What follows belongs to an exercise in optimizing a design on an open flow for small area, a short achievable clock period and few clock cycles; a production flow would make more cautious choices.
In this exercise RTL edits were held to simulation tests only and were not proved equivalent to the original.

Setup of rev 12:
Design kn4_anchor_sum, start of the top module:
module kn4_anchor_sum (
    input  wire        clk,
    input  wire        rst,           
    input  wire        in_valid,
    output reg         in_ready,
    input  wire [31:0] in_data,       
    input  wire        in_last,       
    input  wire [15:0] in_rec,        
    input  wire [2:0]  in_rnd,        
    output reg         out_valid,
    input  wire        out_ready,
    output reg  [31:0] out_data,      
    output reg  [3:0]  out_flags,     
    output reg  [8:0]  out_loss,      
    output reg  [47:0] out_sum,       
    output reg  [15:0] out_rec        
);
Size: roughly 3200 cells after synthesis, ~280 flip-flops, roughly 170 I/O pins, about 23000 sq um of cells after synthesis.
export LEC_CHECK = 0
export ABC_AREA = 1
export CAP_MARGIN = 20
export CORE_MARGIN = 2
export CORE_UTILIZATION = 55
export CTS_CLUSTER_DIAMETER = 100
export CTS_CLUSTER_SIZE = 20
export PLACE_DENSITY = 0.6
export SLEW_MARGIN = 20
create_clock -name core_clock -period 12.0 [get_ports {clk}]
standard.sh (not shown) runs the stock make flow with config.mk's settings and CLKGATE_MAP_FILE= SYNTH_SCRIPT=/design/flow/synth_recipe.tcl, a recipe that flattens the netlist after the stock synthesis.
==> flow/flow/run.sh <==
#!/bin/bash
set -euo pipefail
bash standard.sh SETUP_SLACK_MARGIN=6.9 \
  "BUFFER_PORTS_ARGS=-buffer_cell sky130_fd_sc_hd__buf_1" finish > standard.log 2>&1
Testbench counts of rev 12, summed over its fixed seeds: cycles 18,203.
Edits applied to the flow inputs when going from rev 12 to rev 13:
--- a/flow/design.v
+++ b/flow/design.v
@@ -1,40 +1,40 @@
 module anchor_cvt_in (
     input  wire [31:0] x,         
     input  wire [8:0]  dsh9,      
     input  wire        bad,       
-    output wire [38:0] m,         
+    output wire [38:0] mx,        
     output wire        nan,       
     output wire        pinf,      
     output wire        ninf,      
     output wire        nv,        
     output wire        loss,      
     output wire [7:0]  code,      
     output wire        xnan       
 );
     wire        sgn  = x[31];
     wire [7:0]  ex   = x[30:23];
-    wire [22:0] fr   = x[22:0];
+    wire [22:0] frx  = x[22:0];
+    wire [22:0] fr   = frx ^ {23{sgn}};
     wire        ex_max  = (ex == 8'hFF);
     wire        ex_zero = (ex == 8'd0);
     wire        fr_zero = (fr == 23'd0);
     wire        is_nan  = ex_max & ~fr_zero;
     wire        is_inf  = ex_max & fr_zero;
     wire        is_zero = ex_zero & fr_zero;
     wire        fin_nz  = ~ex_max & ~is_zero;
     wire [7:0]  eeff = ex_zero ? 8'd1 : ex;
     wire [23:0] sig  = {~ex_zero, fr};
     wire        uncov = dsh9[8];
     wire [7:0]  dsh  = dsh9[7:0];
-    wire        big  = (dsh >= 8'd39);
-    wire [38:0] sh = {sig, 15'd0} >> dsh[5:0];
-    assign m = big ? 39'd0 : sh;
+    wire [39:0] shx = $signed({sgn, ~ex_zero ^ sgn, frx, {15{sgn}}}) >>> dsh[5:0];
+    assign mx = (dsh[7:6] != 2'd0) ? {39{sgn}} : shx[38:0];
     reg  [63:0] sigrev;
     integer i;
     always @*
         for (i = 0; i < 64; i = i + 1)
             sigrev[i] = (i >= 40) ? sig[63 - i] : 1'b0;
     wire [5:0]  tzr;
     anchor_lzc64 u_tz (.x(sigrev), .p(tzr));
     wire [5:0]  tz   = 6'd63 - tzr;
     wire        lost = (dsh > ({2'd0, tz} + 8'd15));
     assign nan  = bad | is_nan | (fin_nz & uncov);
@@ -210,43 +210,43 @@
     wire [7:0] eeff_now = (in_data[30:23] == 8'd0) ? 8'd1 : in_data[30:23];
     reg        i_valid, i_last, i_first;
     reg [31:0] i_x;
     reg [8:0]  i_dsh;
     always @(posedge clk) begin
         if (rst)
             i_valid <= 1'b0;
         else if (~stall)
             i_valid <= take;
         if (~stall) begin
-            i_x     <= in_data;
+            i_x     <= {in_data[31:23], in_data[22:0] ^ {23{in_data[31]}}};
             i_last  <= in_last;
             i_first <= first_n;
             i_dsh   <= {1'b0, tc_now} - {1'b0, eeff_now};
         end
     end
-    wire [38:0] c_m;
+    wire [38:0] c_mx;                 
     wire        c_nan, c_pinf, c_ninf, c_nv, c_loss, c_xnan;
     wire [7:0]  c_code;
     anchor_cvt_in u_in (
         .x(i_x), .dsh9(i_dsh), .bad(e_bad),
-        .m(c_m), .nan(c_nan), .pinf(c_pinf), .ninf(c_ninf),
+        .mx(c_mx), .nan(c_nan), .pinf(c_pinf), .ninf(c_ninf),
         .nv(c_nv), .loss(c_loss), .code(c_code), .xnan(c_xnan)
     );
     wire        c_sgn = i_x[31];
     reg [47:0] a_num;
     reg        a_nan, a_pinf, a_ninf, a_nv, a_nx, a_xnan;
     reg [8:0]  a_loss;
     reg [7:0]  a_cexp;
     reg [7:0]  a_tcode;
     reg [2:0]  a_rnd;
     wire [47:0] a_base = i_first ? 48'd0 : a_num;
-    wire [47:0] addend = {{9{c_sgn}}, c_m ^ {39{c_sgn}}};
+    wire [47:0] addend = {{9{c_sgn}}, c_mx};
     wire [47:0] a_sum  = a_base + addend + {47'd0, c_sgn};
     wire [7:0]  cexp_b = i_first ? 8'd0 : a_cexp;
     always @(posedge clk) begin
         if (rst)
             a_done <= 1'b0;
         else if (~stall)
             a_done <= i_valid & i_last;
         if (~stall & i_valid) begin
             a_num  <= a_sum;
             a_nan  <= (~i_first & a_nan)  | c_nan;
## What came out
- Re CTS buffer count: rev 12 was lower than rev 13.
- Comparing rev 13 and rev 12, the lower global-route wire length before repair was measured on rev 12.
- Looking at rev 13 and rev 12, the global placement routability congestion is a wash.
- For final clock period utilization by the worst path, rev 13 and rev 12 come out practically identical.
- There was hardly any difference in fmax between rev 13 and rev 12.
- Summary — clock tree buffer count of the final layout, rev 13 relative to rev 12: lower, by 1.
- Re met2 wire length: rev 13 is 4.0% up on rev 12.
- Least setup slack across all paths after layout delta for rev 13 relative to rev 12: 0.0063 ns higher
Testbench counts of rev 13, summed over its fixed seeds: cycles 18,203.

==> static timing again, ports no longer ideal <==
No port has a modelled driver above. Below, the same layouts with a new extraction and two added sets of constraints. Step 1 assumes that a clkbuf_16 drives the clock port and a buf_2 every other input. Step 2 adds t to the input delays and takes it off the output delays; t is the mean of the earliest and latest rising clock arrival at the registers after step 1. Input paths then give back, and output paths get back, about the clock's delay inside the block. Slacks: no drivers / after step 1 / after step 2; pairs: no drivers / after step 1.
run | t (ns) | slack for setup (ns) | hold WS [ns] | worst setup path after step 2
rev 12 | 0.573 | 7.142 / 7.142 / 6.903 | 0.361 / 0.361 / 0.361 | input to register
rev 13 | 0.589 | 7.148 / 7.148 / 6.988 | 0.344 / 0.344 / 0.344 | input to register
After both steps setup and hold are still met in every run listed. For rev 12, which loses most, drivers alone change the setup slack by 0.000 ns; drivers and shift together by -0.239 ns.
